Background: an optimization exercise with open tools, aiming at small area. Do not read the settings as production practice.
Function was checked by simulation only, so behaviour that the tests miss may differ from the original.
No activity file was given, so power comes from the tool's default toggle rates.

== the previous run ==
// sd_input
module sd_input (
    input  wire        clk,
    input  wire        rst,
    input  wire        en,
    input  wire        cmp_en,
    input  wire [8:0]  ctl_osr,
    input  wire [5:0]  prot_osr,
    input  wire [7:0]  cmp_cnt,
    input  wire [15:0] thr_hi,
    input  wire [15:0] thr_lo,
    input  wire [14:0] hys,
    input  wire        smp,
    input  wire        d,
    output reg  [23:0] ctl_res,
    output reg  [23:0] prot_res,
    output reg         cmp,
    output reg         stuck,
    output wire        invalid
);
    wire [8:0] ctl_r  = (ctl_osr < 9'd64)   ? 9'd64  :
                        (ctl_osr > 9'd256)  ? 9'd256 : ctl_osr;
    wire [5:0] prot_r = (prot_osr < 6'd16)  ? 6'd16  :
                        (prot_osr > 6'd32)  ? 6'd32  : prot_osr;
    wire [7:0] cnt    = (cmp_cnt == 8'd0) ? 8'd1 : cmp_cnt;
    reg  en_q;
    wire clr   = en & ~en_q;             
    wire edge0 = smp & en & en_q;
    reg        v1, v2;
    always @(posedge clk) begin
        if (rst) begin
            en_q <= 1'b0;
            v1   <= 1'b0;
            v2   <= 1'b0;
        end else begin
            en_q <= en;
            v1   <= edge0;
            v2   <= v1;
        end
    end
    reg [767:0] hist;                    
    reg [9:0]   nedge;                   
    wire [9:0]  nedge_p1;
    wire        ne_co;
    rca #(10) ne_inc (.a(nedge), .b(10'd0), .ci(1'b1), .s(nedge_p1), .co(ne_co));
    always @(posedge clk) begin
        if (edge0)
            hist <= {hist[766:0], d};
        if (clr)
            nedge <= 10'd0;
        else if (edge0 && !(nedge[9] && nedge[8]))
            nedge <= nedge_p1;
    end
    wire [7:0]   ci = ctl_r - 9'd64;
    wire [4:0]   pi = prot_r - 6'd16;
    wire [15:0]  ci_lo = 16'd1 << ci[3:0];
    wire [12:0]  ci_hi = 13'd1 << ci[7:4];
  ...
make LEC_CHECK=0 ABC_AREA=1 CAP_MARGIN=20 CORE_MARGIN=2 CORE_UTILIZATION=50 CTS_CLUSTER_DIAMETER=120 CTS_CLUSTER_SIZE=20 PLACE_DENSITY=0.65 SLEW_MARGIN=20 SYNTH_MEMORY_MAX_BITS=100000 finish   # period 180.0 ns
run.sh (not shown) runs the stock make flow with config.mk's settings and CLKGATE_MAP_FILE= SYNTH_SCRIPT=/design/flow/synth_recipe.tcl, a recipe that flattens the netlist after the stock synthesis.
The previous run: done, clean on timing, DRC and antenna
Edits applied to the flow inputs when going from the previous run to the current run:
==> flow/flow/run.sh (new file) <==
#!/bin/bash
# The standard layout (standard.sh), with two changes to what it places:
# the port buffers are the smallest buffer cell, and clock tree synthesis
# adds no dummy loads. Each tool's output goes to standard.log and the
# ORFS logs under orfs/logs.
set -euo pipefail
export BUFFER_PORTS_ARGS="-buffer_cell sky130_fd_sc_hd__buf_1"
export CTS_ARGS="-sink_clustering_enable -repair_clock_nets -sink_clustering_size 20 -sink_clustering_max_diameter 120 -dont_use_dummy_load"
bash standard.sh > standard.log 2>&1
==> flow/standard.sh (new file) <==
#!/bin/bash
# synth_recipe.tcl (not shown) runs the flow's synth.tcl, then flattens the netlist and writes it again
# the make line also repeats each setting of config.mk as NAME=value (left out here)
make -C /OpenROAD-flow-scripts/flow DESIGN_CONFIG=/design/flow/config.mk WORK_HOME=/design/flow/orfs CLKGATE_MAP_FILE= SYNTH_SCRIPT=/design/flow/synth_recipe.tcl "${@:-finish}"
removed: flow/run.sh
The current run has transition time of the tightest slew-check pin below what the previous run had.
A uppermost metal layer occupied by signal nets of met4 is what the previous run shows, while met5 belongs to the current run.
Diff the current run..the previous run | starting utilization of the core area | unchanged
The current run against the previous run: worst hold slack now sits lower, insertion delay to the later sink of the worst-skew pair roughly the same, number of vias per cell flat.
The current run packs its core more loosely than the previous run.

========
sd_input, a different RTL version from the one above (not shown whole).
For scale: roughly 5,100 cells after synthesis, about 1,000 flip-flops, roughly 130 I/O pins, roughly 54,000 µm² of cells after synthesis.
clock: 180.0 ns
lec_check: 0
abc_area: 1
cap_margin: 20
core_margin: 2
core_utilization: 50
cts_cluster_diameter: 120
cts_cluster_size: 20
place_density: 0.65
slew_margin: 20
synth_memory_max_bits: 100000
Stock flow here: none of the scripts above is used.
Then changed:
==> flow/flow/run.sh (new file) <==
#!/bin/bash
# The standard layout (standard.sh), with two changes to what it places:
# the port buffers are the smallest buffer cell, and clock tree synthesis
# adds no dummy loads. Each tool's output goes to standard.log and the
# ORFS logs under orfs/logs.
set -euo pipefail
export BUFFER_PORTS_ARGS="-buffer_cell sky130_fd_sc_hd__buf_1"
export CTS_ARGS="-sink_clustering_enable -repair_clock_nets -sink_clustering_size 20 -sink_clustering_max_diameter 120 -dont_use_dummy_load"
bash standard.sh > standard.log 2>&1
==> flow/standard.sh (new file) <==
#!/bin/bash
# synth_recipe.tcl (not shown) runs the flow's synth.tcl, then flattens the netlist and writes it again
# the make line also repeats each setting of config.mk as NAME=value (left out here)
make -C /OpenROAD-flow-scripts/flow DESIGN_CONFIG=/design/flow/config.mk WORK_HOME=/design/flow/orfs CLKGATE_MAP_FILE= SYNTH_SCRIPT=/design/flow/synth_recipe.tcl "${@:-finish}"
removed: flow/run.sh
Effect: Total power came out lower slightly; first-iteration DRC count came out higher by a few percent; core utilization came out lower by 0.88 points; cell count came out lower slightly; combinational power barely changes.

========
== run M ==
sd_input, a different RTL version from the one above (not shown whole).
Size in the first run: about 1100 flip-flops, about 56000 µm² of cells after synthesis.
// sd_input
module sd_input (
    input  wire        clk,
    input  wire        rst,
    input  wire        en,
    input  wire        cmp_en,
    input  wire [8:0]  ctl_osr,
    input  wire [5:0]  prot_osr,
    input  wire [7:0]  cmp_cnt,
    input  wire [15:0] thr_hi,
    input  wire [15:0] thr_lo,
    input  wire [14:0] hys,
    input  wire        smp,
    input  wire        d,
    output reg  [23:0] ctl_res,
    output reg  [23:0] prot_res,
    output reg         cmp,
    output reg         stuck,
    output wire        invalid
);
Settings: LEC_CHECK=0, ABC_AREA=1, CAP_MARGIN=20, CORE_MARGIN=2, CORE_UTILIZATION=50, CTS_CLUSTER_DIAMETER=150, CTS_CLUSTER_SIZE=24, PLACE_DENSITY=0.65, SLEW_MARGIN=20, SYNTH_MEMORY_MAX_BITS=100000; clock period 180.0 ns.
Stock flow here: none of the scripts above is used.
The inputs of run E differ from those of run M as listed below.
Settings: CTS_CLUSTER_SIZE no longer set, was 24; CTS_CLUSTER_DIAMETER no longer set, was 150; CTS_BUF_LIST now sky130_fd_sc_hd__clkbuf_4 sky130_fd_sc_hd__clkbuf_8, previously not set.
Results
Run E ran to completion and came out clean on the timing, DRC and antenna checks. Diff run M -> run E: power dissipated by switching net loads rose by about 5%, leakage power summed over all cells went up, setup slack after layout rose by 94 ps, post-layout total power picked up an extra about 8%, core utilization went up 1.9 points. Run E vs run M: count of clock-net buffers in the final layout up in run E. Relative to run M, global-route usage over all layers increased by 0.69 points in run E.

========
## ember
Starting RTL as in the previous note.
==> flow/design.v (excerpt) <==
module sd_input (
    input  wire        clk,
    input  wire        rst,
    input  wire        en,
    input  wire        cmp_en,
    input  wire [8:0]  ctl_osr,
    input  wire [5:0]  prot_osr,
    input  wire [7:0]  cmp_cnt,
    input  wire [15:0] thr_hi,
    input  wire [15:0] thr_lo,
    input  wire [14:0] hys,
    input  wire        smp,
    input  wire        d,
    output reg  [23:0] ctl_res,
    output reg  [23:0] prot_res,
    output reg         cmp,
    output reg         stuck,
    output wire        invalid
);
make LEC_CHECK=0 ABC_AREA=1 CAP_MARGIN=20 CORE_MARGIN=2 CORE_UTILIZATION=50 PLACE_DENSITY=0.65 SLEW_MARGIN=20 SYNTH_MEMORY_MAX_BITS=100000 finish   # period 180.0 ns
The inputs of pepper differ from those of ember as listed below.
- an added CTS_CLUSTER_SIZE of 30
- an added CTS_CLUSTER_DIAMETER of 100
Findings:
Row register clock-pin slew on the reported worst setup and hold paths: pepper higher / ember lower
As far as ratio of final minimum period to clock period is concerned, pepper and ember perform about the same.
Summary of pepper over ember: flip-flop and latch share of the layout cell area picked up an extra 1.6 points, total wire length lost about 1.2%.
The estimated power of pepper ends up lower than the estimate for ember.
Looking at critical path arrival, pepper sits 100 ps lower than ember does.
Detailed route, pepper vs ember: via total lower for pepper

[static timing again, ports no longer ideal]
In the flow no input, the clock included, has a driving cell. The finished layouts below were timed again as built, in two steps.
Step 1 sets driving cells, clkbuf_16 on the clock port and buf_2 on the other inputs (assumed; they add their load-dependent delay and slew).
Step 2 also shifts input and output timing later by t, the mid clock arrival at the registers, as if the neighbouring blocks saw the same clock.
a / b / c = no drivers / after step 1 / after step 2; a / b = the first two.
| run | t, ns | slack for setup (ns) | worst setup path after step 2 |
|---|---|---|---|
| the previous run | 0.750 | 94.397 / 94.444 / 93.693 | input to register |
| the current run | 0.729 | 94.764 / 94.816 / 94.087 | input to register |
| the first run of note 2 | 0.758 | 94.709 / 94.754 / 93.996 | input to register |
| the second run of note 2 | 0.740 | 95.418 / 95.428 / 94.688 | input to register |
| run M | 0.734 | 94.406 / 94.454 / 93.720 | input to register |
| run E | 0.928 | 94.500 / 94.550 / 93.622 | input to register |
| ember | 0.767 | 94.306 / 94.356 / 93.589 | input to register |
| pepper | 0.736 | 94.401 / 94.451 / 93.714 | input to register |
After both steps every run listed still meets setup and hold. For run E, which loses most, drivers alone change the setup slack by +0.050 ns; drivers and shift together by -0.878 ns.
